Background: an optimization exercise with open tools, aiming at small area. Do not read the settings as production practice.
At most, simulation tests tie the RTL to the original design; equivalence was not proved.
No functional check of the RTL was part of runs 2 to 6.
Power figures rest on the tool's default switching activity, not on a simulated workload.

==> flow/design.v (outline; a module is shown in full before it is edited, if it fits) <==
// module fil_nchan: 293 lines
// module fil_nchan_radd: 18 lines
// module fil_nchan_mac: 1044 lines
module fil_nchan (
    input             clk,
    input             rst,           
    input      [8:0]  cfg_d,         
    input      [3:0]  cfg_shift1,    
    input      [6:0]  cfg_taps,      
    input      [3:0]  cfg_dfir,      
    input      [4:0]  cfg_shift2,    
    input      [1:0]  cfg_msel,      
    input             coef_we,
    input      [5:0]  coef_addr,
    input      [23:0] coef_wdata,
    input             bs_valid,
    input             bs_bit,
    output reg        out_valid,
    output reg [23:0] out_data,
    output reg        out_sat1,
    output reg        out_sat2
);
  // ...
==> flow/run.sh <==
#!/bin/bash
# synth_recipe.tcl (not shown) runs the flow's synth.tcl, then flattens the netlist and writes it again
# the make line also repeats each setting of config.mk as NAME=value (left out here)
make -C /OpenROAD-flow-scripts/flow DESIGN_CONFIG=/design/flow/config.mk WORK_HOME=/design/flow/orfs CLKGATE_MAP_FILE= SYNTH_SCRIPT=/design/flow/synth_recipe.tcl finish
==> flow/config.mk <==
export PLATFORM = sky130hd
export DESIGN_NAME = fil_nchan
export DESIGN_NICKNAME = fil_nchan
export VERILOG_FILES = /design/flow/design.v
export SDC_FILE = /design/flow/constraint.sdc
export NUM_CORES = 4
export LEC_CHECK = 0
export ABC_AREA = 1
export CAP_MARGIN = 20
export CORE_MARGIN = 2
export CORE_UTILIZATION = 50
export GPL_ROUTABILITY_DRIVEN = 1
export SLEW_MARGIN = 20
==> flow/constraint.sdc <==
create_clock -name core_clock -period 15.0 [get_ports {clk}]
set_input_delay 3.0000 -clock core_clock [delete_from_list [all_inputs] [get_ports {clk}]]
set_output_delay 3.0000 -clock core_clock [all_outputs]
set_load 0.01 [all_outputs]
==> results.py, run 1 <==
metrics = {
    "run_status": {
        "run_status": "complete, no violations",
    },
    "global_route": {
        "met3_usage_pct": 3.79,
        "use_met2_pct": 37.8,
        "antenna_found_initial": 11,
        "track_usage_pct": 24.7,
        "grt_pass1_wl_mm": 473,
    },
    "clock_network": {
        "postCtsHoldBufs": 0,
        "cts_resized": 60,
        "root_buffer": "clkbuf_16",
    },
    "floorplan": {
        "core_area_mm2": 0.245,
        "die_y_um": 500,
        "taps": 3220,
    },
    "yosys": {
        "synth.cell_area_mm2": 0.123,
        "synth_top_area_cell": "dfxtp_1",
        "ys_seq_elements": 3677,
        "yosysMostFrequentCell": "dfxtp_1",
        "ys_async_sr_fraction_pct": 0,
    },
    "layout": {
        "multi_input_area_mm2": 0.0418,
        "signal_buffers": 582,
        "stdcell_area_mm2": 0.140,
        "seq_area_share_pct": 53.1,
    },
    "power_and_ir_drop": {
        "p_leak_nw": 55.6,
        "power.switching_mw": 6.25,
        "p_per_area_mw_per_mm2": 172,
        "totalPowerFinal_mw": 24.2,
        "swShare_pct": 25.9,
    },
    "sta": {
        "fin_crit_sh_pct": 97.4,
        "setup_ws_ps": 388,
    },
    "routing": {
        "via_per_inst": 4.99,
    },
    "critical_path": {
        "critPathArrivalTime_ps": 15440,
        "cp.depth": 54,
    },
    "place": {
        "hpwl_mm": 211,
    },
    "min_path": {
        "hold_end": "xq[1][17]",
    },
}
==> module fil_nchan, before the edit <==
module fil_nchan (
    input             clk,
    input             rst,           
    input      [8:0]  cfg_d,         
    input      [3:0]  cfg_shift1,    
    input      [6:0]  cfg_taps,      
    input      [3:0]  cfg_dfir,      
    input      [4:0]  cfg_shift2,    
    input      [1:0]  cfg_msel,      
    input             coef_we,
    input      [5:0]  coef_addr,
    input      [23:0] coef_wdata,
    input             bs_valid,
    input             bs_bit,
    output reg        out_valid,
    output reg [23:0] out_data,
    output reg        out_sat1,
    output reg        out_sat2
);
    integer i;
    reg  [25:0] int1, int2, int3, int3_d, comb1_d, comb2_d;
    reg  [8:0]  dcnt;
    reg         bv, bb;              
    always @(posedge clk) begin
        bv <= bs_valid && !rst;
        bb <= bs_bit;
    end
    wire [25:0] int1_n, int2_n, int3_n, comb1_n, comb2_n, comb3_n;
    wire        dlast = (dcnt == cfg_d);
    fil_nchan_radd #(26) u_i1 (.a(int1), .b({{25{~bb}}, 1'b1}), .cin(1'b0), .s(int1_n), .cout());
    fil_nchan_radd #(26) u_i2 (.a(int2), .b(int1_n), .cin(1'b0), .s(int2_n), .cout());
    fil_nchan_radd #(26) u_i3 (.a(int3), .b(int2_n), .cin(1'b0), .s(int3_n), .cout());
    fil_nchan_radd #(26) u_c1 (.a(int3_n),  .b(~int3_d),  .cin(1'b1), .s(comb1_n), .cout());
    fil_nchan_radd #(26) u_c2 (.a(comb1_n), .b(~comb1_d), .cin(1'b1), .s(comb2_n), .cout());
    fil_nchan_radd #(26) u_c3 (.a(comb2_n), .b(~comb2_d), .cin(1'b1), .s(comb3_n), .cout());
    always @(posedge clk) begin
        if (rst) begin
            int1 <= 0; int2 <= 0; int3 <= 0;
            int3_d <= 0; comb1_d <= 0; comb2_d <= 0;
            dcnt <= 9'd1;
        end else if (bv) begin
            int1 <= int1_n;
            int2 <= int2_n;
            int3 <= int3_n;
            if (dlast) begin
                dcnt    <= 9'd1;
                int3_d  <= int3_n;
                comb1_d <= comb1_n;
                comb2_d <= comb2_n;
            end else begin
                dcnt <= dcnt + 9'd1;
            end
        end
    end
    reg  [25:0] sy;
    reg         s1ing;               
    reg  [3:0]  s1c;                 
    reg         sv;                  
    wire [25:0] sy_inc = sy + 26'd1;
    wire        sat1 = (sy[25:23] != 3'b000) && (sy[25:23] != 3'b111);
    wire [23:0] xnew = sat1 ? {sy[25], {23{~sy[25]}}} : sy[23:0];
    always @(posedge clk) begin
        if (bv && dlast && !rst)
            sy <= comb3_n;
        else if (s1ing)
            sy <= (s1c == 4'd0) ? {sy_inc[25], sy_inc[25:1]} : {sy[25], sy[25:1]};
    end
    always @(posedge clk) begin
        if (rst) begin
            s1ing <= 1'b0;
            s1c   <= 0;
            sv    <= 1'b0;
        end else begin
            sv <= 1'b0;
            if (bv && dlast) begin
                if (cfg_shift1 == 0)
                    sv <= 1'b1;
                else begin
                    s1ing <= 1'b1;
                    s1c   <= cfg_shift1 - 4'd1;
                end
            end else if (s1ing) begin
                if (s1c == 4'd0) begin
                    s1ing <= 1'b0;
                    sv    <= 1'b1;
                end else
                    s1c <= s1c - 4'd1;
            end
        end
    end
    reg  [5:0]  ph;
    reg  [23:0] cq [0:63];
    wire [5:0]  wslot = ph - coef_addr;
    always @(posedge clk)
        ph <= ph + 6'd1;
    always @(posedge clk) begin
        for (i = 1; i < 64; i = i + 1)
            cq[i] <= (coef_we && wslot == i) ? (coef_wdata ^ {24{i[0]}}) : ~cq[i-1];
        cq[0] <= (coef_we && wslot == 0) ? coef_wdata : ~cq[63];
    end
    reg  [23:0] xq [0:63];
    reg  [23:0] xe;                  
    reg         busy;                
    reg  [5:0]  pc;
    reg  [5:0]  nv;                  
    reg  [3:0]  fcnt;
    reg         outp;                
    reg  [6:0]  sage;                
    wire        pass = sv | busy;
    reg         ph0;                 
    wire [23:0] w    = ph0 ? xnew : xe;
    always @(posedge clk)
        ph0 <= (ph == 6'd63);
    always @(posedge clk) begin
        xe <= xq[63];
        for (i = 1; i < 64; i = i + 1)
            xq[i] <= xq[i-1];
        xq[0] <= pass ? w : xq[63];
    end
    always @(posedge clk) begin
        if (rst) begin
            busy <= 1'b0;
            pc   <= 0;
            nv   <= 0;
            fcnt <= 0;
            outp <= 1'b0;
            sage <= 7'd64;
        end else begin
            if (sv) begin
                busy <= 1'b1;
                pc   <= 6'd1;
                if (fcnt == cfg_dfir - 4'd1) begin
                    fcnt <= 0;
                    outp <= 1'b1;
                end else begin
                    fcnt <= fcnt + 4'd1;
                    outp <= 1'b0;
                end
                if (sat1)
                    sage <= 0;
                else if (sage != 7'd64)
                    sage <= sage + 7'd1;
            end else if (busy) begin
                pc <= pc + 6'd1;
                if (pc == 6'd63) begin
                    busy <= 1'b0;
                    if (nv != 6'd63)
                        nv <= nv + 6'd1;
                end
            end
        end
    end
    reg         tin;
    wire [5:0]  ph1  = ph + 6'd1;
    always @(posedge clk)
        tin <= ({1'b0, ph1} < cfg_taps) && (ph1 <= nv);
    wire        ten  = pass && tin;
    wire [23:0] mx   = ten ? w : 24'd0;
    reg  [53:0] acc;
    reg         shing;
    reg  [4:0]  sc;
    reg         s2go;
    reg         fsat;                
    wire        rnd   = shing && (sc == 5'd0);
    wire [53:0] accin = sv ? 54'd0 : acc;
    wire [53:0] ra, rb;
    wire [26:0] slo, shi0;
    wire        clo;
    fil_nchan_mac u_mac (.acc(accin), .c(~cq[63]), .x(mx), .cin(rnd), .ra(ra), .rb(rb));
    fil_nchan_radd #(27) u_lo (.a(ra[26:0]),  .b(rb[26:0]),  .cin(1'b0), .s(slo),  .cout(clo));
    fil_nchan_radd #(27) u_hi (.a(ra[53:27]), .b(rb[53:27]), .cin(1'b0), .s(shi0), .cout());
    reg  [26:0] hcar;
    always @(*) begin
        hcar[0] = clo;
        for (i = 1; i < 27; i = i + 1)
            hcar[i] = clo & (&(shi0 | ~((27'd1 << i) - 27'd1)));
    end
    wire [53:0] sum = {shi0 ^ hcar, slo};
    always @(posedge clk) begin
        if (shing && sc >= 5'd2)
            acc <= {{2{sum[53]}}, sum[53:2]};
        else if (shing)
            acc <= {sum[53], sum[53:1]};
        else
            acc <= sum;
    end
    always @(posedge clk) begin
        if (rst) begin
            shing <= 1'b0;
            sc    <= 0;
            s2go  <= 1'b0;
            fsat  <= 1'b0;
        end else begin
            s2go <= 1'b0;
            if (busy && pc == 6'd63 && outp) begin
                fsat <= ({1'b0, sage} < {1'b0, cfg_taps});
                if (cfg_shift2 == 0)
                    s2go <= 1'b1;
                else begin
                    shing <= 1'b1;
                    sc    <= cfg_shift2 - 5'd1;
                end
            end else if (shing) begin
                if (sc == 5'd0) begin
                    shing <= 1'b0;
                    s2go  <= 1'b1;
                end else if (sc == 5'd1)
                    sc <= 5'd0;
                else
                    sc <= sc - 5'd2;
            end
        end
    end
    wire        sat2 = (acc[53:23] != {31{1'b0}}) && (acc[53:23] != {31{1'b1}});
    wire [23:0] s2y  = sat2 ? {acc[53], {23{~acc[53]}}} : acc[23:0];
    reg  [26:0] hq [0:6];
    reg  [26:0] he;
    reg  [2:0]  hp;
    reg  [2:0]  hinit;               
    reg  [23:0] vr;                  
    reg         vpend;               
    reg         mpass;
    reg  [2:0]  rw;                  
    reg  [2:0]  cnt;                 
    reg  [2:0]  a1, a2;              
    wire [2:0]  mm1  = {cfg_msel, 1'b0};         
    wire        inw  = (hp <= mm1);              
    wire signed [23:0] vs = vr, hs = he[23:0];
    wire        vlt  = vs < hs;
    wire [2:0]  rnew = he[26:24] - {2'd0, he[26:24] > rw} + {2'd0, vlt};
    reg  [26:0] hin;
    always @(*) begin
        if (hinit != 0)
            hin = {mm1 - hp, 24'd0};
        else if (mpass && hp == 3'd0)
            hin = {cnt, vr};
        else if (mpass)
            hin = {inw ? rnew : he[26:24], he[23:0]};
        else
            hin = hq[6];
    end
    always @(posedge clk) begin
        hp <= (hp == 3'd6) ? 3'd0 : hp + 3'd1;
        he <= hq[6];
        for (i = 1; i < 7; i = i + 1)
            hq[i] <= hq[i-1];
        hq[0] <= hin;
        if (!mpass && hinit == 0 && hp == mm1)
            rw <= hq[6][26:24];
        if (s2go)
            vr <= s2y;
    end
    always @(posedge clk) begin
        if (rst) begin
            hinit <= 3'd7;
            vpend <= 1'b0;
            mpass <= 1'b0;
            cnt   <= 0;
            a1    <= 3'd7;
            a2    <= 3'd7;
            out_valid <= 1'b0;
        end else begin
            out_valid <= 1'b0;
            if (hinit != 0)
                hinit <= hinit - 3'd1;
            if (s2go) begin
                vpend <= 1'b1;
                a1 <= fsat ? 3'd0 : (a1 == 3'd7) ? 3'd7 : a1 + 3'd1;
                a2 <= sat2 ? 3'd0 : (a2 == 3'd7) ? 3'd7 : a2 + 3'd1;
            end
            if (vpend && hp == 3'd0) begin
                vpend <= 1'b0;
                mpass <= 1'b1;
                cnt   <= 0;
            end
            if (mpass) begin
                if (hp == 3'd0) begin
                    mpass <= 1'b0;
                    out_valid <= 1'b1;
                end else if (inw && !vlt)
                    cnt <= cnt + 3'd1;
            end
        end
    end
    always @(posedge clk) begin
        if (mpass && hp == 3'd0 && cnt == cfg_msel)
            out_data <= vr;
        else if (mpass && hp != 3'd0 && inw && rnew == {1'b0, cfg_msel})
            out_data <= he[23:0];
        out_sat1 <= (a1 <= mm1);
        out_sat2 <= (a2 <= mm1);
    end
endmodule
==> inputs of run 2 (changes only) <==
--- a/flow/design.v
+++ b/flow/design.v
@@ -227,4 +227,3 @@
     wire        inw  = (hp <= mm1);              
-    wire signed [23:0] vs = vr, hs = he[23:0];
-    wire        vlt  = vs < hs;
+    wire        vlt  = $signed(vr) < $signed(he[23:0]);
     wire [2:0]  rnew = he[26:24] - {2'd0, he[26:24] > rw} + {2'd0, vlt};
==> run 2 against run 1 <==
  * Synthesized cell count unchanged
  * Final area unchanged
  * Die area unchanged
  * Register-to-register slack about the same
  * Clock-buffer cell count unchanged
  * Largest cell class unchanged
==> results.py, run 2 <==
metrics = {
    "run_status": {
        "run_status": "complete, no violations",
    },
    "yosys": {
        "synth-main-ff-cell": "dfxtp_1",
        "synthAdderAreaFrac_pct": 8.71,
        "yosysMostFrequentCell": "dfxtp_1",
        "seq_area_frac_synth_pct": 60.4,
        "netlist_top_cells_area": "dfxtp_1 (58%), fa_1 (7.4%), nand2_1 (6.8%)",
        "ys_async_sr_fraction_pct": 0,
        "yosysWarnings": 4,
        "synth_top_area_cell": "dfxtp_1",
        "synth-compound-area-share_pct": 11.0,
        "synth.cell_area_mm2": 0.123,
        "synth_edf_count": 77,
        "syn_avg_cell_area_um2": 10.6,
        "synth_xor_xnor_area_share_pct": 2.00,
        "synth_commonest_cells": "dfxtp_1 (3600), nand2_1 (2241), o21ai_0 (998), inv_1 (692), o21ai_1 (534)",
        "yosys.area.top_type_share_pct": 58.5,
        "syn_nets": 12300,
        "ys_seq_elements": 3677,
        "synthSimpleGateAreaFrac_pct": 11.7,
        "synth_top_family_by_area": "simple AND/OR/NAND/NOR gates",
        "synthMuxAreaShare_pct": 0.0244,
        "syn_inst": 11600,
        "synth.distinct_cells": 61,
    },
    "clock_network": {
        "clock_sinks": 3677,
        "root_buffer": "clkbuf_16",
        "htree_num_levels": 5,
        "numCtsBuffers": 365,
        "cts_tree": "done",
        "clk_path_buf_depth": 4,
        "clkTransAtPathRegs_ps": 60,
        "insertion_delay_ps": 980,
    },
    "sta": {
        "final-setup-viol-count": 0,
        "hold_viol": 0,
        "tightestPinTransition_ps": 1100,
        "setup_ws_ps": 388,
        "fin_crit_sh_pct": 97.4,
        "hold_slack_ps": 264,
        "drv_slew": 0,
        "fmax_mhz": 68.4,
        "max_slew_margin_pct": 26.6,
        "fin_crit_ps": 14610,
        "fin_skew_ps": 121,
    },
    "critical_path": {
        "path_common_cell": "fa_2",
        "cp-end-kind": "flip-flop",
        "slowest_stage": "fa_2",
        "critPathArrivalTime_ps": 15440,
        "max_stage_delay_ps": 610,
        "timing_worst_setup_path_type": "reg2reg",
        "cp_data_required_time_ps": 15830,
        "cp_max_fo": 8,
        "worstSetupStartpointType": "flip-flop",
    },
    "global_route": {
        "grt_pass1_vias": 75500,
        "grt_pass1_wl_mm": 473,
        "grt_max_degree": 100,
        "track_usage_pct": 24.7,
        "grt_overflow": 0,
        "antenna_found_initial": 11,
    },
    "place": {
        "portBuffers": 92,
        "hpwl_mm": 211,
        "gp_congestion": 0.939,
        "place_inst": 14700,
        "place_ws_ps": -778,
    },
    "routing": {
        "via_per_inst": 4.99,
        "via_count": 76700,
        "ant_nets": 0,
        "wl_per_cell_um": 20.2,
        "drc": 0,
        "drt_iter0_drc": 6007,
        "wirelength_mm": 310,
        "first_pass_iters": 5,
    },
    "floorplan": {
        "start_util_pct": 50.2,
        "row_count": 182,
        "core_area_mm2": 0.245,
        "dieWidth_um": 500,
        "die_area_mm2": 0.250,
        "boundaryPins": 93,
        "die_y_um": 500,
    },
    "layout": {
        "reg_top3": "cq: 1536 flops, xq: 1536 flops, hq: 189 flops",
        "post_route_cells_drive_above_1_share_pct": 17.0,
        "final_cell_mix": "dfxtp_1 (3597), nand2_1 (2209), o21ai_0 (993)",
        "finalNetCount": 12500,
        "layout.cells.non_filler": 15400,
        "area_delta_synth_final_pct": 13.7,
        "layout_commonest_cell": "dfxtp_1",
    },
    "power_and_ir_drop": {
        "swShare_pct": 25.9,
        "clock_power_share_pct": 38.5,
        "pwr-share-comb_pct": 14.6,
        "intPower_mw": 17.9,
        "vdd_drop_max_mv": 0.183,
        "pwr-share-seq_pct": 46.9,
        "p_per_area_mw_per_mm2": 172,
        "totalPowerFinal_mw": 24.2,
        "power.switching_mw": 6.25,
        "p_leak_nw": 55.6,
    },
    "min_path": {
        "hold_class": "reg2reg",
    },
    "job": {
        "cap_violations": 0,
    },
}
## run 2: cell counts after synthesis
Identical to the previous run, type by type.
## run 2: logic make-up after synthesis
logic type,Yosys count
multiplexers,3
AO/OA/AOI/OAI,2282
flip-flops,3677
XOR/XNOR,275
buffers and inverters,1437
adder cells (fa/ha/maj),585
AND/OR/NAND/NOR,3371
## run 2: cell type report
type	count	area, um^2
inverter	715	2700
multi-input combinational	6516	41800
tap	3220	4030
sequential	3677	74400
antenna	7	17.5
clock inverter	134	1860
fill	20700	105000
clock buffer	503	10500
timing repair buffer	582	4870
## run 2: worst paths after layout
path / start / slack, ps / to / depth (start not counted)
max: sy[24] / 390 / acc[52] / 54
max reg2reg: sy[24] / 390 / acc[52] / 54
min reg2reg: xq[0][17] / 260 / xq[1][17] / 0
min: xq[0][17] / 260 / xq[1][17] / 0
## run 2: repair_timing
item	in CTS	in global routing
hold buffers	0	0
setup endpoints to repair	5	6
gates resized for setup	60	49
buffers inserted	9	16
cloned	2	0
pin swaps	33	31
## run 2: metrics by stage
step / TNS, ps / util [%] / cell area (um^2)
after global placement: -2550 / 51.7 / 127000
after floorplan: 0 / - / 123000
final: 0 / 57.1 / 140000
after global routing: -14.7 / 57.1 / 140000
after detailed placement: -2800 / 51.7 / 127000
after CTS: 0 / 56.9 / 140000
## run 2: worst max-delay path: cells and delay by family, from the launching register on
family	cells	cell delay (ps)
AO/OA/AOI/OAI	4	570
XOR/XNOR	1	210
adder cells (fa/ha/maj)	30	11530
buffers and inverters	9	890
flip-flops	1	440
AND/OR/NAND/NOR	10	900
## run 2: power by group through the flow
| stage | clock [mW] | combinational, mW | sequential [mW] |
|---|---|---|---|
| 5_1_grt | 9.92 | 3.95 | 11.4 |
| 3_3_place_gp | 0 | 3.45 | 11.5 |
| 4_1_cts | 9.51 | 3.52 | 11.3 |
| 6_report | 9.30 | 3.53 | 11.3 |
| 3_5_place_dp | 0 | 3.48 | 11.5 |
| 2_1_floorplan | 0 | 2.35 | 11.4 |
## run 2: routing by layer
metal / vias up / global-route usage, % / wire, um
li1: 37600 / - / -
met2: 1868 / 37.8 / 135000
met3: 545 / 3.79 / 16800
met4: 6 / 8.08 / 10200
met1: 36600 / 35.8 / 149000
met5: - / 0 / 37
==> inputs of run 3 (changes only) <==
--- a/flow/design.v
+++ b/flow/design.v
@@ -22,10 +22,5 @@
     reg  [8:0]  dcnt;
-    reg         bv, bb;              
-    always @(posedge clk) begin
-        bv <= bs_valid && !rst;
-        bb <= bs_bit;
-    end
     wire [25:0] int1_n, int2_n, int3_n, comb1_n, comb2_n, comb3_n;
     wire        dlast = (dcnt == cfg_d);
-    fil_nchan_radd #(26) u_i1 (.a(int1), .b({{25{~bb}}, 1'b1}), .cin(1'b0), .s(int1_n), .cout());
+    fil_nchan_radd #(26) u_i1 (.a(int1), .b({{25{~bs_bit}}, 1'b1}), .cin(1'b0), .s(int1_n), .cout());
     fil_nchan_radd #(26) u_i2 (.a(int2), .b(int1_n), .cin(1'b0), .s(int2_n), .cout());
@@ -40,3 +35,3 @@
             dcnt <= 9'd1;
-        end else if (bv) begin
+        end else if (bs_valid) begin
             int1 <= int1_n;
@@ -62,3 +57,3 @@
     always @(posedge clk) begin
-        if (bv && dlast && !rst)
+        if (bs_valid && dlast && !rst)
             sy <= comb3_n;
@@ -74,3 +69,3 @@
             sv <= 1'b0;
-            if (bv && dlast) begin
+            if (bs_valid && dlast) begin
                 if (cfg_shift1 == 0)
@@ -109,6 +104,3 @@
     wire        pass = sv | busy;
-    reg         ph0;                 
-    wire [23:0] w    = ph0 ? xnew : xe;
-    always @(posedge clk)
-        ph0 <= (ph == 6'd63);
+    wire [23:0] w    = (ph == 6'd0) ? xnew : xe;
     always @(posedge clk) begin
@@ -152,7 +144,3 @@
     end
-    reg         tin;
-    wire [5:0]  ph1  = ph + 6'd1;
-    always @(posedge clk)
-        tin <= ({1'b0, ph1} < cfg_taps) && (ph1 <= nv);
-    wire        ten  = pass && tin;
+    wire        ten  = pass && ({1'b0, ph} < cfg_taps) && (ph <= nv);
     wire [23:0] mx   = ten ? w : 24'd0;
@@ -175,3 +163,3 @@
         for (i = 1; i < 27; i = i + 1)
-            hcar[i] = clo & (&(shi0 | ~((27'd1 << i) - 27'd1)));
+            hcar[i] = hcar[i-1] & shi0[i-1];
     end
==> run 3 against run 2 <==
  * Wire length grew 1.8%
  * Largest power group unchanged
  * Clock skew increased by 9.0 ps
  * Global-route usage rose by 0.93 points
  * Synthesized cell count rose by 3.6%
  * Fmax decreased by 11%
  * Clock-buffer cell count is 9 higher
  * Cell count increased by 1.8%
  * Clock power shrank 4.1%
  * Via count grew 4.6%
  * Critical endpoint is now acc[51]
  * Synthesized area is 2.1% lower
  * Largest cell class unchanged
  * Now fails the layout checks on setup timing
  * Critical path depth grew 22
==> results.py, run 3 <==
metrics = {
    "floorplan": {
        "row_count": 180,
        "core_area_mm2": 0.240,
        "die_area_mm2": 0.245,
        "start_util_pct": 50.2,
        "dieWidth_um": 495,
        "boundaryPins": 93,
        "die_y_um": 495,
    },
    "global_route": {
        "track_usage_pct": 25.6,
        "grt_max_degree": 112,
        "antenna_found_initial": 12,
        "grt_pass1_vias": 78000,
        "grt_pass1_wl_mm": 481,
        "grt_overflow": 0,
    },
    "critical_path": {
        "critPathArrivalTime_ps": 17200,
        "max_stage_delay_ps": 500,
        "cp_max_fo": 5,
        "worstRegToRegCells": 75,
        "critPathCapture": "acc[51]",
        "path_common_cell": "ha_4",
        "reg2reg_to": "acc[51]",
        "worstSetupStartpointType": "input pin",
        "r2r-start": "ph[1]",
        "timing_worst_setup_path_type": "in2reg",
        "worst-r2r-setup-slack_ps": -280,
        "cp_data_required_time_ps": 15810,
        "cp-end-kind": "flip-flop",
        "startpoint": "cfg_taps[4]",
        "slowest_stage": "fa_1",
    },
    "sta": {
        "setup_ws_ps": -1390,
        "fin_crit_sh_pct": 109,
        "fin_skew_ps": 130,
        "fin_crit_ps": 16390,
        "hold_viol": 0,
        "drv_slew": 0,
        "max_slew_margin_pct": 22.9,
        "tightestPinTransition_ps": 1140,
        "fin_tns_setup_ps": -9340,
        "rsz0062_at_grt": "true",
        "final-setup-viol-count": 12,
        "hold_slack_ps": 255,
        "fmax_mhz": 61.0,
    },
    "power_and_ir_drop": {
        "power.switching_mw": 6.87,
        "pwr-share-comb_pct": 19.5,
        "clock_power_share_pct": 35.3,
        "totalPowerFinal_mw": 25.2,
        "vdd_drop_max_mv": 0.133,
        "p_leak_nw": 56.3,
        "p_per_area_mw_per_mm2": 182,
        "swShare_pct": 27.2,
        "intPower_mw": 18.4,
        "pwr-share-seq_pct": 45.1,
    },
    "yosys": {
        "synth.distinct_cells": 54,
        "yosys.area.top_type_share_pct": 59.7,
        "syn_inst": 12100,
        "netlist_top_cells_area": "dfxtp_1 (60%), fa_1 (7.6%), a21oi_1 (6.3%)",
        "ys_seq_elements": 3673,
        "syn_avg_cell_area_um2": 10.0,
        "seq_area_frac_synth_pct": 61.6,
        "syn_nets": 12700,
        "synth_top_area_cell": "dfxtp_1",
        "yosysWarnings": 4,
        "synth_edf_count": 77,
        "synth-main-ff-cell": "dfxtp_1",
        "yosysMostFrequentCell": "dfxtp_1",
        "synth.cell_area_mm2": 0.121,
        "synth_commonest_cells": "dfxtp_1 (3596), nor2_1 (1670), a21oi_1 (1510), nand2_1 (1452), o21ai_0 (687)",
        "ys_async_sr_fraction_pct": 0,
    },
    "place": {
        "place_inst": 15000,
        "gp_congestion": 0.969,
        "dpl_cell_area_mm2": 0.126,
        "portBuffers": 92,
        "hpwl_mm": 210,
        "place_ws_ps": -2820,
    },
    "layout": {
        "final_util_pct": 57.8,
        "post_route_cells_drive_above_1_share_pct": 12.5,
        "layout.cells.non_filler": 15600,
        "final_cell_mix": "dfxtp_1 (3594), nor2_1 (1660), a21oi_1 (1508)",
        "fill_cells": 20300,
        "layout_commonest_cell": "dfxtp_1",
        "area_delta_synth_final_pct": 15.2,
        "finalNetCount": 12800,
        "stdcell_area_mm2": 0.139,
        "reg_top3": "cq: 1536 flops, xq: 1536 flops, hq: 189 flops",
    },
    "min_path": {
        "hold_start": "xq[18][23]",
        "hold_class": "reg2reg",
    },
    "clock_network": {
        "cts_tree": "done",
        "clk_path_buf_depth": 4,
        "clock_sinks": 3673,
        "numCtsBuffers": 361,
        "root_buffer": "clkbuf_16",
        "postCtsHoldBufs": 0,
        "insertion_delay_ps": 1000,
        "htree_num_levels": 5,
        "clkTransAtPathRegs_ps": 60,
    },
    "run_status": {
        "so.violations": "setup timing",
        "run_status": "finished with violations",
    },
    "routing": {
        "drt_iter0_drc": 6848,
        "ant_nets": 0,
        "wirelength_mm": 316,
        "wl_per_cell_um": 20.2,
        "via_per_inst": 5.13,
        "via_count": 80200,
        "first_pass_iters": 6,
        "drc": 0,
    },
    "job": {
        "cap_violations": 0,
    },
}
-- run 3: cell count changes in the layout (fill, tap and decap cells not counted), sizes merged, moves of 37 or more --
| cell | before | now |
|---|---|---|
| a21oi | 153 | 1515 |
| nor2 | 364 | 1689 |
| o21ai | 1897 | 768 |
| nand2 | 2594 | 1470 |
| o211ai | 36 | 285 |
| xor2 | 249 | 57 |
| o22ai | 116 | 33 |
| nand3 | 312 | 269 |
| inv | 719 | 682 |
-- run 3: logic make-up after synthesis --
group	share of synthesized area (%)
AO/OA/AOI/OAI	11.8
XOR/XNOR	0.558
adder cells (fa/ha/maj)	9.19
buffers and inverters	5.13
flip-flops	61.6
AND/OR/NAND/NOR	11.7
-- run 3: how the worst min path moves through the flow --
stage                             to  cells after the start
after floorplan             hq[1][0]                      0
after global routing      xq[37][10]                      0
after detailed placement   hq[1][20]                      0
after global placement    xq[55][10]                      0
final                     xq[19][23]                      0
after CTS                 xq[19][23]                      0
-- run 3: metal layers --
| layer | wire length (um) | global-route usage (%) | up-vias |
|---|---|---|---|
| met5 | 58 | 0 | - |
| met4 | 12100 | 9.36 | 8 |
| met3 | 19100 | 4.00 | 598 |
| met2 | 140000 | 39.8 | 2314 |
| met1 | 145000 | 36.2 | 38300 |
| li1 | - | - | 39000 |
-- run 3: repair_timing --
item,CTS,global route
pin swaps,66,145
gates cloned,1,0
endpoints found under the setup margin,18,19
gates resized for setup,66,123
setup buffers,14,12
-- run 3: power groups by stage --
stage	Sequential (mW)	Clock, mW	Combinational, mW
floorplan	11.4	0	3.07
global placement	11.6	0	4.65
detailed placement	11.6	0	4.71
CTS	11.4	9.10	4.83
global route	11.5	9.50	5.55
finish	11.4	8.92	4.93
-- run 3: layout make-up --
| type | instances | area (um^2) | area share [%] |
|---|---|---|---|
| clock buffers | 512 | 10500 | 7.58 |
| clock inverters | 119 | 1340 | 0.966 |
| well taps | 3185 | 3990 | 2.87 |
| repair buffers | 583 | 4750 | 3.42 |
| diodes | 4 | 10.0 | 0.00721 |
| multi-input cells | 6879 | 41400 | 29.8 |
| flip-flops and latches | 3673 | 74300 | 53.5 |
| inverters | 671 | 2570 | 1.85 |
-- run 3: worst max-delay path: cells and delay by family --
family	cells	cell delay, ps
AO/OA/AOI/OAI	3	390
XOR/XNOR	3	450
adder cells (fa/ha/maj)	54	11880
buffers and inverters	9	620
AND/OR/NAND/NOR	7	840
==> inputs of run 4 (changes only) <==
--- a/flow/config.mk
+++ b/flow/config.mk
@@ -7,3 +7,2 @@
 export LEC_CHECK = 0
-export ABC_AREA = 1
 export CAP_MARGIN = 20
==> run 4 against run 3 <==
  * The layout still fails its checks (setup timing)
  * Fmax down 0.44%
  * Critical path depth down 26
  * Register-to-register slack worse by 650 ps
  * Total power up 0.23%
  * Worst setup slack worse by 73 ps
  * Synthesized cell count down 17%
  * Sequential power about the same
  * Wire length down 4.3%
  * Critical endpoint unchanged
  * Largest power group unchanged
==> results.py, run 4 <==
metrics = {
    "yosys": {
        "ys_async_sr_fraction_pct": 0,
        "synth.cell_area_mm2": 0.122,
        "yosysMostFrequentCell": "dfxtp_1",
        "syn_inst": 9989,
        "synth.distinct_cells": 77,
        "netlist_top_cells_area": "dfxtp_1 (59%), mux2i_1 (14%), fa_1 (7.5%)",
        "syn_avg_cell_area_um2": 12.2,
        "synth-main-ff-cell": "dfxtp_1",
        "synth_edf_count": 77,
        "yosysWarnings": 4,
        "synth_commonest_cells": "dfxtp_1 (3596), mux2i_1 (1705), nand2_1 (674), clkbuf_1 (493), fa_1 (457)",
        "ys_seq_elements": 3673,
        "syn_nets": 10700,
        "yosys.area.top_type_share_pct": 58.9,
        "synth_top_area_cell": "dfxtp_1",
        "seq_area_frac_synth_pct": 60.8,
    },
    "min_path": {
        "hold_start": "xq[9][6]",
        "hold_class": "reg2reg",
    },
    "sta": {
        "drv_slew": 0,
        "fin_crit_sh_pct": 110,
        "tightestPinTransition_ps": 1160,
        "fin_crit_ps": 16460,
        "final-setup-viol-count": 10,
        "hold_viol": 0,
        "setup_ws_ps": -1460,
        "fin_skew_ps": 61.3,
        "fmax_mhz": 60.7,
        "rsz0062_at_grt": "true",
        "max_slew_margin_pct": 22.2,
    },
    "floorplan": {
        "die_area_mm2": 0.249,
        "boundaryPins": 93,
        "core_area_mm2": 0.243,
        "start_util_pct": 50.3,
        "row_count": 181,
        "die_y_um": 499,
        "dieWidth_um": 499,
    },
    "power_and_ir_drop": {
        "vdd_drop_max_mv": 0.115,
        "p_per_area_mw_per_mm2": 178,
        "totalPowerFinal_mw": 25.3,
        "p_leak_nw": 61.2,
    },
    "critical_path": {
        "slowest_stage": "fa_1",
        "startpoint": "cfg_taps[3]",
        "worstRegToRegCells": 52,
        "reg2reg_to": "acc[51]",
        "cp-end-kind": "flip-flop",
        "cp_max_fo": 6,
        "max_stage_delay_ps": 580,
        "r2r-start": "ph[0]",
        "critPathCapture": "acc[51]",
        "worstSetupStartpointType": "input pin",
        "cp_data_required_time_ps": 15800,
        "path_common_cell": "fa_2",
        "worst-r2r-setup-slack_ps": -930,
        "critPathArrivalTime_ps": 17260,
        "timing_worst_setup_path_type": "in2reg",
    },
    "routing": {
        "first_pass_iters": 6,
        "via_count": 71500,
        "ant_nets": 0,
        "drt_iter0_drc": 5230,
        "via_per_inst": 5.21,
        "drc": 0,
        "wirelength_mm": 302,
        "wl_per_cell_um": 22.0,
    },
    "layout": {
        "post_route_cells_drive_above_1_share_pct": 14.9,
        "layout_commonest_cell": "dfxtp_1",
        "final_cell_mix": "dfxtp_1 (3569), mux2i_1 (1702), nand2_1 (668)",
        "multi_input_area_mm2": 0.0445,
        "final_util_pct": 58.3,
        "fill_cells": 19700,
        "finalNetCount": 10900,
        "area_delta_synth_final_pct": 15.9,
        "layout.cells.non_filler": 13700,
        "reg_top3": "cq: 1536 flops, xq: 1536 flops, hq: 189 flops",
        "final-seq-area_mm2": 0.0743,
    },
    "global_route": {
        "grt_overflow": 0,
        "grt_max_degree": 167,
        "antenna_found_initial": 6,
        "grt_pass1_wl_mm": 465,
        "track_usage_pct": 24.2,
        "grt_pass1_vias": 73800,
    },
    "place": {
        "gp_congestion": 0.913,
        "portBuffers": 92,
        "place_inst": 13100,
        "hpwl_mm": 195,
    },
    "clock_network": {
        "insertion_delay_ps": 960,
        "root_buffer": "clkbuf_16",
        "postCtsHoldBufs": 0,
        "cts_tree": "done",
        "numCtsBuffers": 362,
        "clk_path_buf_depth": 4,
        "clock_sinks": 3673,
        "htree_num_levels": 5,
        "clkTransAtPathRegs_ps": 60,
    },
    "run_status": {
        "run_status": "finished with violations",
        "so.violations": "setup timing",
    },
    "job": {
        "cap_violations": 0,
    },
}
-- run 4: changes by cell type after synthesis, sizes merged, moves of 71 or more --
cell    change
nand2     -795
o21ai     -441
a31oi     +171
mux2i    +1705
a21oi    -1258
xnor2      +71
buf        -74
o211ai    -280
inv       -246
a211oi     +78
nand3     -243
o22ai     +229
nor2     -1259
-- run 4: final cells by class --
cell class / instances / area share [%]
sequential: 3673 / 52.5
multi-input combinational: 5140 / 31.4
clock buffer: 510 / 7.36
timing repair buffer: 638 / 3.79
tap: 3202 / 2.83
inverter: 423 / 1.14
clock inverter: 129 / 1.04
antenna: 5 / 0.00883
-- run 4: power breakdown --
group	internal, mW	total, mW	leakage, nW	switching (mW)
Combinational	2.36	5.17	24.3	2.81
Clock	5.27	8.94	5.86	3.68
Sequential	10.8	11.2	31.0	0.416
-- run 4: kinds of logic (layout without fill, tap and decap cells) --
kind of cell / count (synthesis) / count (layout) / synth area share, %
adder cells (fa/ha/maj): 612 / 612 / 9.07
flip-flops: 3673 / 3673 / 60.8
XOR/XNOR: 141 / 141 / 1.02
AND/OR/NAND/NOR: 1367 / 1367 / 4.71
AO/OA/AOI/OAI: 1279 / 1279 / 6.28
multiplexers: 1741 / 1741 / 14.3
buffers and inverters: 1176 / 1700 / 3.87
other: 0 / 5 / 0
-- run 4: repair_timing --
item | 4_1_cts | 5_1_grt
setup endpoints to repair | 20 | 14
hold endpoints to repair | 0 | 0
cloned | 2 | 0
pin swaps | 57 | 96
buffers inserted | 11 | 3
resized for setup | 66 | 25
-- run 4: per-layer routing --
layer  GRT usage, %  up-vias  part of all wire [%]
met5              0        -                0.0060
met4           6.91        2                   2.6
met3           3.94      459                   4.9
met2           37.9     1832                    45
met1           34.6    35300                    48
li1               -    33900                     -
-- run 4: stage by stage --
stage | hold slack (ps) | setup TNS, ps | worst slack (ps) | cell area [um^2]
6_report | 285 | -7920 | -1460 | 142000
5_1_grt | 281 | -11400 | -1750 | 142000
4_1_cts | 277 | -7770 | -1440 | 142000
3_5_place_dp | 312 | -48830 | -3350 | 129000
3_3_place_gp | 310 | -46110 | -3250 | 129000
2_1_floorplan | 310 | -11220 | -1650 | 123000
-- run 4: worst min path at each step --
stage,end,cells past startpoint
4_1_cts,xq[10][6],0
6_report,xq[10][6],0
5_1_grt,xq[10][6],0
2_1_floorplan,hq[1][0],0
3_5_place_dp,hq[5][0],0
3_3_place_gp,hq[1][2],0
-- run 4: critical path, delay by kind of cell --
family / cells / cell delay (ps)
multiplexers: 1 / 290
buffers and inverters: 8 / 630
AO/OA/AOI/OAI: 5 / 830
XOR/XNOR: 2 / 290
AND/OR/NAND/NOR: 2 / 490
adder cells (fa/ha/maj): 32 / 11690
==> inputs of run 5 (changes only) <==
--- a/flow/design.v
+++ b/flow/design.v
@@ -20,28 +20,42 @@
     integer i;
-    reg  [25:0] int1, int2, int3, int3_d, comb1_d, comb2_d;
+    reg  [25:0] ir [0:2];            
+    reg  [25:0] dr [0:2];            
+    reg  [25:0] sy;                  
     reg  [8:0]  dcnt;
-    wire [25:0] int1_n, int2_n, int3_n, comb1_n, comb2_n, comb3_n;
+    reg         bv, bb;              
+    reg  [2:0]  st;                  
+    reg         dec;                 
+    reg         s1ing;               
+    reg  [3:0]  s1c;                 
+    reg         sv;                  
     wire        dlast = (dcnt == cfg_d);
-    fil_nchan_radd #(26) u_i1 (.a(int1), .b({{25{~bs_bit}}, 1'b1}), .cin(1'b0), .s(int1_n), .cout());
-    fil_nchan_radd #(26) u_i2 (.a(int2), .b(int1_n), .cin(1'b0), .s(int2_n), .cout());
-    fil_nchan_radd #(26) u_i3 (.a(int3), .b(int2_n), .cin(1'b0), .s(int3_n), .cout());
-    fil_nchan_radd #(26) u_c1 (.a(int3_n),  .b(~int3_d),  .cin(1'b1), .s(comb1_n), .cout());
-    fil_nchan_radd #(26) u_c2 (.a(comb1_n), .b(~comb1_d), .cin(1'b1), .s(comb2_n), .cout());
-    fil_nchan_radd #(26) u_c3 (.a(comb2_n), .b(~comb2_d), .cin(1'b1), .s(comb3_n), .cout());
+    wire        step1 = bv;
+    wire        stepi = (st == 3'd2) || (st == 3'd3);
+    wire        stepc = (st >= 3'd4);
+    wire        abusy = step1 || (st != 3'd0);
+    wire        rstep = s1ing && (s1c == 4'd0) && !abusy;
+    wire [25:0] aa = (step1 || stepi) ? ir[0] : (st == 3'd4) ? ir[2] : sy;
+    wire [25:0] ab = step1 ? {{25{~bb}}, 1'b1} : stepi ? ir[2] : stepc ? dr[0] : 26'd0;
+    wire [25:0] as;
+    fil_nchan_radd #(26) u_sadd (.a(aa), .b(ab), .cin(stepc | rstep), .s(as), .cout());
+    always @(posedge clk) begin
+        bv <= bs_valid && !rst;
+        bb <= bs_bit;
+    end
     always @(posedge clk) begin
         if (rst) begin
-            int1 <= 0; int2 <= 0; int3 <= 0;
-            int3_d <= 0; comb1_d <= 0; comb2_d <= 0;
-            dcnt <= 9'd1;
-        end else if (bs_valid) begin
-            int1 <= int1_n;
-            int2 <= int2_n;
-            int3 <= int3_n;
-            if (dlast) begin
-                dcnt    <= 9'd1;
-                int3_d  <= int3_n;
-                comb1_d <= comb1_n;
-                comb2_d <= comb2_n;
-            end else begin
-                dcnt <= dcnt + 9'd1;
+            for (i = 0; i < 3; i = i + 1) begin
+                ir[i] <= 0;
+                dr[i] <= {26{1'b1}};
+            end
+        end else begin
+            if (step1 || stepi) begin
+                ir[0] <= ir[1];
+                ir[1] <= ir[2];
+                ir[2] <= as;
+            end
+            if (stepc) begin
+                dr[0] <= dr[1];
+                dr[1] <= dr[2];
+                dr[2] <= ~aa;
             end
@@ -49,14 +63,11 @@
     end
-    reg  [25:0] sy;
-    reg         s1ing;               
-    reg  [3:0]  s1c;                 
-    reg         sv;                  
-    wire [25:0] sy_inc = sy + 26'd1;
-    wire        sat1 = (sy[25:23] != 3'b000) && (sy[25:23] != 3'b111);
-    wire [23:0] xnew = sat1 ? {sy[25], {23{~sy[25]}}} : sy[23:0];
     always @(posedge clk) begin
-        if (bs_valid && dlast && !rst)
-            sy <= comb3_n;
-        else if (s1ing)
-            sy <= (s1c == 4'd0) ? {sy_inc[25], sy_inc[25:1]} : {sy[25], sy[25:1]};
+        if (stepc)
+            sy <= as;
+        else if (rstep)
+            sy <= {as[25], as[25:1]};
+        else if (s1ing && s1c == 4'd1)
+            sy <= {sy[25], sy[25:1]};
+        else if (s1ing && s1c != 4'd0)
+            sy <= {{2{sy[25]}}, sy[25:2]};
     end
@@ -64,2 +75,5 @@
         if (rst) begin
+            dcnt  <= 9'd1;
+            st    <= 0;
+            dec   <= 1'b0;
             s1ing <= 1'b0;
@@ -69,3 +83,10 @@
             sv <= 1'b0;
-            if (bs_valid && dlast) begin
+            if (step1) begin
+                st  <= 3'd2;
+                dec <= dlast;
+                dcnt <= dlast ? 9'd1 : dcnt + 9'd1;
+            end else if (st == 3'd3)
+                st <= dec ? 3'd4 : 3'd0;
+            else if (st == 3'd6) begin
+                st <= 3'd0;
                 if (cfg_shift1 == 0)
@@ -76,8 +97,13 @@
                 end
-            end else if (s1ing) begin
-                if (s1c == 4'd0) begin
+            end else if (st != 3'd0)
+                st <= st + 3'd1;
+            if (s1ing) begin
+                if (s1c == 4'd1)
+                    s1c <= 4'd0;
+                else if (s1c != 4'd0)
+                    s1c <= s1c - 4'd2;
+                else if (rstep) begin
                     s1ing <= 1'b0;
                     sv    <= 1'b1;
-                end else
-                    s1c <= s1c - 4'd1;
+                end
             end
@@ -85,2 +111,4 @@
     end
+    wire        sat1 = (sy[25:23] != 3'b000) && (sy[25:23] != 3'b111);
+    wire [23:0] xnew = sat1 ? {sy[25], {23{~sy[25]}}} : sy[23:0];
     reg  [5:0]  ph;
@@ -104,3 +132,6 @@
     wire        pass = sv | busy;
-    wire [23:0] w    = (ph == 6'd0) ? xnew : xe;
+    reg         ph0;                 
+    wire [23:0] w    = ph0 ? xnew : xe;
+    always @(posedge clk)
+        ph0 <= (ph == 6'd63);
     always @(posedge clk) begin
@@ -144,4 +175,12 @@
     end
-    wire        ten  = pass && ({1'b0, ph} < cfg_taps) && (ph <= nv);
-    wire [23:0] mx   = ten ? w : 24'd0;
+    reg         tin;
+    wire [5:0]  ph1  = ph + 6'd1;
+    always @(posedge clk)
+        tin <= ({1'b0, ph1} < cfg_taps) && (ph1 <= nv);
+    reg  [23:0] mx;
+    reg         mv;                  
+    always @(posedge clk) begin
+        mx <= (pass && tin) ? w : 24'd0;
+        mv <= sv;
+    end
     reg  [53:0] acc;
@@ -151,4 +190,7 @@
     reg         fsat;                
+    reg         mlast;               
+    always @(posedge clk)
+        mlast <= busy && (pc == 6'd63) && !rst;
     wire        rnd   = shing && (sc == 5'd0);
-    wire [53:0] accin = sv ? 54'd0 : acc;
+    wire [53:0] accin = mv ? 54'd0 : acc;
     wire [53:0] ra, rb;
@@ -156,3 +198,3 @@
     wire        clo;
-    fil_nchan_mac u_mac (.acc(accin), .c(~cq[63]), .x(mx), .cin(rnd), .ra(ra), .rb(rb));
+    fil_nchan_mac u_mac (.acc(accin), .c(cq[0]), .x(mx), .cin(rnd), .ra(ra), .rb(rb));
     fil_nchan_radd #(27) u_lo (.a(ra[26:0]),  .b(rb[26:0]),  .cin(1'b0), .s(slo),  .cout(clo));
@@ -163,3 +205,3 @@
         for (i = 1; i < 27; i = i + 1)
-            hcar[i] = hcar[i-1] & shi0[i-1];
+            hcar[i] = clo & (&(shi0 | ~((27'd1 << i) - 27'd1)));
     end
@@ -182,3 +224,3 @@
             s2go <= 1'b0;
-            if (busy && pc == 6'd63 && outp) begin
+            if (mlast && outp) begin
                 fsat <= ({1'b0, sage} < {1'b0, cfg_taps});
@@ -215,3 +257,4 @@
     wire        inw  = (hp <= mm1);              
-    wire        vlt  = $signed(vr) < $signed(he[23:0]);
+    wire signed [23:0] vs = vr, hs = he[23:0];
+    wire        vlt  = vs < hs;
     wire [2:0]  rnew = he[26:24] - {2'd0, he[26:24] > rw} + {2'd0, vlt};
--- a/flow/config.mk
+++ b/flow/config.mk
@@ -10,2 +10,5 @@
 export CORE_UTILIZATION = 50
+export CTS_BUF_LIST = sky130_fd_sc_hd__clkbuf_16
+export CTS_CLUSTER_DIAMETER = 60
+export CTS_CLUSTER_SIZE = 25
 export GPL_ROUTABILITY_DRIVEN = 1
==> run 5 against run 4 <==
  * Sequential power about the same
  * Wire length up 1.6%
  * Critical endpoint is now acc[50]
  * Now clean on timing, DRC and antenna
  * Critical path depth down 3
  * Largest cell class unchanged
  * Global-route usage down 0.077 points
==> results.py, run 5 <==
metrics = {
    "layout": {
        "stdcell_area_mm2": 0.135,
        "finalNetCount": 11500,
        "layout_commonest_cell": "dfxtp_1",
        "post_route_cells_drive_above_1_share_pct": 9.34,
        "area_delta_synth_final_pct": 9.65,
        "reg_top3": "cq: 1536 flops, xq: 1536 flops, hq: 189 flops",
        "final_cell_mix": "dfxtp_1 (3594), a21oi_1 (1174), nor2_1 (1172)",
    },
    "sta": {
        "fmax_mhz": 69.2,
        "tightestPinTransition_ps": 1150,
        "final-setup-viol-count": 0,
        "drv_slew": 0,
        "fin_skew_ps": 130,
        "fin_crit_ps": 14450,
        "hold_viol": 0,
        "fin_crit_sh_pct": 96.3,
        "max_slew_margin_pct": 23.6,
    },
    "yosys": {
        "ys_async_sr_fraction_pct": 0,
        "syn_nets": 11600,
        "netlist_top_cells_area": "dfxtp_1 (59%), mux2i_1 (7.8%), fa_1 (5.5%)",
        "synth_edf_count": 77,
        "yosysMostFrequentCell": "dfxtp_1",
        "ys_seq_elements": 3707,
        "syn_avg_cell_area_um2": 11.1,
        "yosysWarnings": 11,
        "synth.cell_area_mm2": 0.123,
        "synth_top_area_cell": "dfxtp_1",
        "synth_commonest_cells": "dfxtp_1 (3630), nor2_1 (1178), a21oi_1 (1176), mux2i_1 (955), nand2_1 (758)",
        "synth-main-ff-cell": "dfxtp_1",
        "syn_inst": 11100,
        "yosys.area.top_type_share_pct": 59.2,
        "seq_area_frac_synth_pct": 61.1,
        "synth.distinct_cells": 79,
    },
    "routing": {
        "ant_nets": 0,
        "drt_iter0_drc": 5477,
        "via_count": 75500,
        "first_pass_iters": 6,
        "drc": 0,
        "wl_per_cell_um": 21.4,
        "via_per_inst": 5.26,
        "wirelength_mm": 307,
    },
    "floorplan": {
        "row_count": 181,
        "start_util_pct": 50.4,
        "core_area_mm2": 0.244,
        "die_area_mm2": 0.250,
        "die_y_um": 500,
        "dieWidth_um": 500,
        "boundaryPins": 93,
    },
    "critical_path": {
        "critPathArrivalTime_ps": 15260,
        "max_stage_delay_ps": 570,
        "worst-r2r-setup-slack_ps": 550,
        "reg2reg_to": "acc[50]",
        "timing_worst_setup_path_type": "reg2reg",
        "slowest_stage": "fa_2",
        "worstSetupStartpointType": "flip-flop",
        "cp_data_required_time_ps": 15800,
        "cp-end-kind": "flip-flop",
        "worstRegToRegCells": 47,
        "path_common_cell": "fa_2",
        "cp_max_fo": 7,
        "r2r-start": "mx[17]",
    },
    "clock_network": {
        "clkTransAtPathRegs_ps": 90,
        "insertion_delay_ps": 920,
        "root_buffer": "clkbuf_16",
        "numCtsBuffers": 206,
        "cts_tree": "done",
        "postCtsHoldBufs": 0,
        "clk_path_buf_depth": 3,
        "htree_num_levels": 4,
        "clock_sinks": 3707,
    },
    "power_and_ir_drop": {
        "p_leak_nw": 51.5,
        "vdd_drop_max_mv": 0.145,
        "p_per_area_mw_per_mm2": 156,
        "totalPowerFinal_mw": 21.0,
    },
    "place": {
        "portBuffers": 92,
        "hpwl_mm": 202,
        "dpl_cell_area_mm2": 0.127,
        "gp_congestion": 0.931,
    },
    "global_route": {
        "grt_max_degree": 95,
        "grt_pass1_wl_mm": 463,
        "antenna_found_initial": 28,
        "track_usage_pct": 24.1,
        "grt_pass1_vias": 73300,
        "grt_overflow": 0,
    },
    "min_path": {
        "hold_end": "xq[55][19]",
        "hold_start": "xq[54][19]",
        "hold_class": "reg2reg",
        "hold_depth": 0,
    },
    "job": {
        "cap_violations": 0,
    },
    "run_status": {
        "run_status": "complete, no violations",
    },
}
## run 5: cell count changes after synthesis, sizes merged, moves of 44 or more
cell    delta
mux2i    -750
o21a      -44
maj3      +62
a31oi    -187
clkbuf   +175
a221oi    +63
fa       -119
a21oi    +919
nor2     +779
nand2     +84
nand3     +52
a22oi    +166
o22ai    -149
## run 5: timing repair
item | in CTS | in global routing
pin swaps | 3 | 12
setup endpoints to repair | 6 | 6
cloned | 0 | 0
gates resized for setup | 14 | 13
setup buffers | 0 | 1
hold endpoints to repair | 0 | 0
## run 5: how the worst max path moves through the flow
stage	start	endpoint	slack [ps]	cells past startpoint
floorplan	mx[17]	acc[52]	2	48
global placement	mx[14]	acc[50]	-660	45
detailed placement	mx[14]	acc[50]	-640	45
CTS	mx[17]	acc[50]	20	47
global route	mx[15]	acc[50]	-3	46
finish	mx[17]	acc[50]	550	47
## run 5: cell families after synthesis
kind of cell             synth area share [%]
AND/OR/NAND/NOR                          7.95
flip-flops                               61.1
adder cells (fa/ha/maj)                  7.29
XOR/XNOR                                0.831
multiplexers                             8.09
buffers and inverters                    4.61
AO/OA/AOI/OAI                            10.2
## run 5: area by class of cell
type | count | area (um^2)
Multi-Input combinational cell | 6076 | 42300
Fill cell | 20700 | 109000
Clock buffer | 208 | 5200
Clock inverter | 117 | 1800
Inverter | 384 | 1440
Tap cell | 3202 | 4010
Timing Repair Buffer | 598 | 4680
Sequential cell | 3707 | 75000
Antenna cell | 47 | 118
## run 5: metrics by stage
stage / cells / util, % / worst slack (ps) / hold WS, ps / TNS (ps)
after floorplan: 11100 / - / 1.52 / 310 / 0
after global placement: 14000 / 52.3 / -657 / 310 / -2540
final: 14300 / 55.2 / 549 / 291 / 0
after global routing: 14300 / 55.2 / -2.89 / 298 / -2.89
after detailed placement: 14000 / 52.3 / -639 / 312 / -2670
after CTS: 14300 / 55.2 / 18.8 / 283 / 0
## run 5: where the power goes
group | switching (mW) | total (mW) | internal [mW]
registers | 0.336 | 11.2 | 10.9
clock network | 3.45 | 6.28 | 2.84
logic | 2.05 | 3.46 | 1.41
total | 5.83 | 21.0 | 15.1
## run 5: layer usage
| layer | track usage [%] | share of wire [%] | up-vias |
|---|---|---|---|
| met4 | 8.59 | 3.4 | 16 |
| met5 | 0 | 0.032 | - |
| met3 | 3.08 | 4.4 | 422 |
| met1 | 33.4 | 46 | 36700 |
| li1 | - | - | 36600 |
| met2 | 38.9 | 46 | 1798 |
## run 5: worst max-delay path: cells and delay by family (launching register included)
family	cells	cell delay (ps)
flops	1	360
xor+xnor	1	170
compound gates	4	420
fa+ha+maj	31	12340
buf+inv	7	520
simple gates	4	510
==> inputs of run 6 (changes only) <==
--- a/flow/design.v
+++ b/flow/design.v
@@ -179,8 +179,9 @@
         tin <= ({1'b0, ph1} < cfg_taps) && (ph1 <= nv);
-    reg  [23:0] mx;
+    reg         mten;                
     reg         mv;                  
     always @(posedge clk) begin
-        mx <= (pass && tin) ? w : 24'd0;
-        mv <= sv;
+        mten <= pass && tin;
+        mv   <= sv;
     end
+    wire [23:0] mx = mten ? xq[0] : 24'd0;
     reg  [53:0] acc;
@@ -196,14 +197,21 @@
     wire [53:0] ra, rb;
-    wire [26:0] slo, shi0;
-    wire        clo;
+    wire [53:0] sum;
     fil_nchan_mac u_mac (.acc(accin), .c(cq[0]), .x(mx), .cin(rnd), .ra(ra), .rb(rb));
-    fil_nchan_radd #(27) u_lo (.a(ra[26:0]),  .b(rb[26:0]),  .cin(1'b0), .s(slo),  .cout(clo));
-    fil_nchan_radd #(27) u_hi (.a(ra[53:27]), .b(rb[53:27]), .cin(1'b0), .s(shi0), .cout());
-    reg  [26:0] hcar;
-    always @(*) begin
-        hcar[0] = clo;
-        for (i = 1; i < 27; i = i + 1)
-            hcar[i] = clo & (&(shi0 | ~((27'd1 << i) - 27'd1)));
-    end
-    wire [53:0] sum = {shi0 ^ hcar, slo};
+    wire [13:0] s0a;
+    wire [13:0] s0b;
+    wire [12:0] s0c, s0d;
+    wire        c0a, c0b, c0c;
+    fil_nchan_radd #(14) u_sa (.a(ra[13:0]),  .b(rb[13:0]),  .cin(1'b0), .s(s0a), .cout(c0a));
+    fil_nchan_radd #(14) u_sb (.a(ra[27:14]), .b(rb[27:14]), .cin(1'b0), .s(s0b), .cout(c0b));
+    fil_nchan_radd #(13) u_sc (.a(ra[40:28]), .b(rb[40:28]), .cin(1'b0), .s(s0c), .cout(c0c));
+    fil_nchan_radd #(13) u_sd (.a(ra[53:41]), .b(rb[53:41]), .cin(1'b0), .s(s0d), .cout());
+    wire        cib = c0a;
+    wire        cic = c0b | (cib & (&s0b));
+    wire        cid = c0c | (cic & (&s0c));
+    wire [13:0] sb;
+    wire [12:0] sc_, sd;
+    fil_nchan_inc #(14) u_ib (.a(s0b), .c(cib), .s(sb));
+    fil_nchan_inc #(13) u_ic (.a(s0c), .c(cic), .s(sc_));
+    fil_nchan_inc #(13) u_id (.a(s0d), .c(cid), .s(sd));
+    assign sum = {sd, sc_, sb, s0a};
     always @(posedge clk) begin
@@ -323,2 +331,18 @@
 endmodule
+module fil_nchan_inc #(parameter W = 8) (
+    input  [W-1:0] a,
+    input          c,
+    output [W-1:0] s
+);
+    genvar g;
+    generate
+        for (g = 0; g < W; g = g + 1) begin : bit_
+            if (g == 0) begin : b0
+                assign s[g] = a[g] ^ c;
+            end else begin : bn
+                assign s[g] = a[g] ^ (c & (&a[g-1:0]));
+            end
+        end
+    endgenerate
+endmodule
 module fil_nchan_radd #(parameter W = 8) (
==> run 6 against run 5 <==
  * Largest cell class unchanged
  * Synthesized area down 3.2%
  * Non-clock buffer count fell by 321
  * Still clean on timing, DRC and antenna
  * Clock skew is 55 ps lower
  * Largest power group unchanged
  * Sequential share of layout area increased by 1.9 points
==> results.py, run 6 <==
metrics = {
    "routing": {
        "first_pass_iters": 6,
        "highest_layer": "met5",
        "wl_met1_mm": 119,
        "via_per_inst": 5.18,
        "drc": 0,
        "drt_iter0_drc": 3767,
        "wl_per_cell_um": 21.1,
        "wirelength_mm": 263,
        "via_count": 64400,
        "route.met2.wl_mm": 126,
        "routed-wl-met3_mm": 9.62,
        "ant_nets": 0,
    },
    "clock_network": {
        "insertion_delay_ps": 890,
        "cts_tree": "done",
        "root_buffer": "clkbuf_16",
        "htree_num_levels": 4,
        "clk_path_buf_depth": 3,
        "postCtsHoldBufs": 0,
        "cts_setup_buffers": 0,
        "clock_sinks": 3684,
        "cts_resized": 0,
        "clkTransAtPathRegs_ps": 100,
        "numCtsBuffers": 198,
    },
    "yosys": {
        "syn_nets": 9883,
        "ys_async_sr_fraction_pct": 0,
        "yosysWarnings": 11,
        "synth.distinct_cells": 74,
        "synth-compound-area-share_pct": 5.64,
        "synth_top_area_cell": "dfxtp_1",
        "synth_xor_xnor_area_share_pct": 2.99,
        "yosys.area.top_type_share_pct": 60.8,
        "yosysMostFrequentCell": "dfxtp_1",
        "synth_commonest_cells": "dfxtp_1 (3607), mux2i_1 (1603), clkbuf_1 (471), inv_1 (368), nand2_1 (342)",
        "syn_avg_cell_area_um2": 12.7,
        "synth.cell_area_mm2": 0.119,
        "synth_edf_count": 77,
        "synthAdderAreaFrac_pct": 7.01,
        "ys_seq_elements": 3684,
        "syn_inst": 9353,
        "synth_top_family_by_area": "multiplexers",
        "synth-main-ff-cell": "dfxtp_1",
        "seq_area_frac_synth_pct": 62.7,
        "netlist_top_cells_area": "dfxtp_1 (61%), mux2i_1 (14%), fa_1 (5.7%)",
        "synthMuxAreaShare_pct": 13.8,
        "synthSimpleGateAreaFrac_pct": 4.42,
    },
    "place": {
        "portBuffers": 92,
        "place_inst": 12100,
        "dpl_cell_area_mm2": 0.123,
        "hpwl_mm": 164,
        "gp_congestion": 0.873,
    },
    "floorplan": {
        "start_util_pct": 50.4,
        "die_area_mm2": 0.242,
        "core_area_mm2": 0.236,
        "die_y_um": 492,
        "boundaryPins": 93,
        "row_count": 178,
        "dieWidth_um": 492,
    },
    "critical_path": {
        "worstSetupStartpointType": "flip-flop",
        "timing_worst_setup_path_type": "reg2reg",
        "cp-end-kind": "flip-flop",
        "slowest_stage": "fa_1",
        "cp_data_required_time_ps": 15740,
        "cpLargestDelayFamily": "adder cells",
        "critPathArrivalTime_ps": 14430,
        "max_stage_delay_ps": 530,
        "worst-path-buf-inv": 1,
        "cp_max_fo": 27,
        "path_common_cell": "fa_1",
    },
    "layout": {
        "post_route_cells_drive_above_1_share_pct": 7.32,
        "stdcell_area_mm2": 0.129,
        "layout.cells.non_filler": 12400,
        "reg_top3": "cq: 1536 flops, xq: 1536 flops, hq: 189 flops",
        "final_util_pct": 54.8,
        "area_delta_synth_final_pct": 8.83,
        "final_cell_mix": "dfxtp_1 (3597), mux2i_1 (1603), inv_1 (359)",
        "layout_commonest_cell": "dfxtp_1",
        "finalNetCount": 9689,
    },
    "sta": {
        "max_slew_margin_pct": 22.6,
        "fin_crit_ps": 13690,
        "tightestPinTransition_ps": 1160,
        "fin_skew_ps": 75.4,
        "fin_crit_sh_pct": 91.2,
        "drv_slew": 0,
        "hold_viol": 0,
        "fmax_mhz": 73.1,
        "final-setup-viol-count": 0,
        "fin_tns_setup_ps": 0,
        "rsz0062_at_grt": "false",
    },
    "power_and_ir_drop": {
        "power.switching_mw": 5.58,
        "p_leak_nw": 54.8,
        "clock_power_share_pct": 29.9,
        "swShare_pct": 27.5,
        "vdd_drop_max_mv": 0.178,
        "pwr-share-seq_pct": 54.5,
        "pwr-share-comb_pct": 15.6,
        "intPower_mw": 14.7,
        "p_per_area_mw_per_mm2": 157,
    },
    "global_route": {
        "grt_max_degree": 88,
        "antenna_found_initial": 14,
        "grt_pass1_wl_mm": 407,
        "grt_overflow": 0,
        "grt_pass1_vias": 66400,
        "track_usage_pct": 21.7,
    },
    "run_status": {
        "run_status": "complete, no violations",
    },
    "min_path": {
        "hold_class": "reg2reg",
    },
    "job": {
        "cap_violations": 0,
    },
}
[run 6: cell types whose count changed after synthesis, moves of 90 or more]
cell	previous run	this run
o22ai_1	113	17
xnor2_1	63	290
mux2i_1	955	1603
a21oi_1	1176	251
o21ai_0	342	194
nand2_1	758	342
nor2_1	1178	303
a22oi_1	187	277
clkbuf_1	668	471
[run 6: layout make-up]
type	count	area, um^2
inverters	371	1390
clock buffers	199	4980
flip-flops and latches	3684	74500
multi-input cells	4627	40600
diodes	6	15.0
repair buffers	277	2200
fillers	19600	107000
well taps	3150	3940
clock inverters	121	1630
[run 6: cell families after synthesis]
kind of cell | after synthesis
flip-flops | 3684
adder cells (fa/ha/maj) | 464
AND/OR/NAND/NOR | 1093
XOR/XNOR | 406
multiplexers | 1633
AO/OA/AOI/OAI | 1031
buffers and inverters | 1042
[run 6: worst paths after layout]
| path | start | to | slack [ps] | cells after the start |
|---|---|---|---|---|
| max | st[2] | ir[2][25] | 1310 | 33 |
| min | xq[31][11] | xq[32][11] | 260 | 0 |
| max reg2reg | st[2] | ir[2][25] | 1310 | 33 |
| min reg2reg | xq[31][11] | xq[32][11] | 260 | 0 |
[run 6: per-stage QoR]
step | setup slack [ps] | total power, mW | hold WS [ps]
after CTS | 1220 | 20.4 | 247
after detailed placement | 1270 | 14.4 | 312
after global routing | 657 | 21.2 | 238
after global placement | 1210 | 14.4 | 310
after floorplan | 1370 | 13.4 | 310
final | 1310 | 20.3 | 258
[run 6: power by group through the flow]
stage	Clock, mW	Sequential, mW	Combinational, mW
after floorplan	0	11.1	2.30
after global placement	0	11.3	3.09
after detailed placement	0	11.3	3.16
after CTS	6.22	11.0	3.18
after global routing	6.59	11.1	3.52
final	6.05	11.0	3.17
[run 6: layer usage]
layer	vias up	GRT usage [%]
met1	31900	28.8
li1	30800	-
met5	-	0
met3	456	2.80
met2	1242	36.6
met4	4	6.94
[run 6: worst register-to-register path, delay by kind of cell, from the launching register on]
family | cells | cell delay [ps]
adders and majority gates | 24 | 11230
muxes | 1 | 240
xor gates and xnor gates | 2 | 380
buffers and inverters | 1 | 490
and+or+nand+nor | 3 | 400
DFF | 1 | 520
AOI/OAI and AO/OA | 2 | 310

[static timing again, ports no longer ideal]
The flow's constraints put no driver on any port. The routed layouts listed below were extracted and timed again, unchanged, in two steps. Step 1 sets driving cells, clkbuf_16 on the clock port and buf_2 on the other inputs (assumed; they add their load-dependent delay and slew). Step 2 adds t to the input delays and takes it off the output delays; t is the mean of the earliest and latest rising clock arrival at the registers after step 1. Input paths then give back, and output paths get back, about the clock's delay inside the block. a / b / c = ideal / step 1 / step 2; a / b = the first two.
| run | t, ns | setup slack, ns | worst hold slack (ns) |
|---|---|---|---|
| run 1 | 1.016 | 0.388 / 0.388 / 0.388 | 0.264 / 0.264 / 0.264 |
| run 2 | 1.016 | 0.388 / 0.388 / 0.388 | 0.264 / 0.264 / 0.264 |
| run 3 | 1.022 | -1.388 / -1.357 / -2.379 | 0.255 / 0.255 / 0.255 |
| run 4 | 1.040 | -1.461 / -1.411 / -2.451 | 0.285 / 0.285 / 0.285 |
| run 5 | 0.951 | 0.549 / 0.549 / 0.549 | 0.291 / 0.291 / 0.291 |
| run 6 | 0.945 | 1.313 / 1.313 / 1.313 | 0.258 / 0.258 / 0.258 |
The setup slack of run 3, which loses most, moves by +0.031 ns with the drivers and by -0.991 ns with both steps.
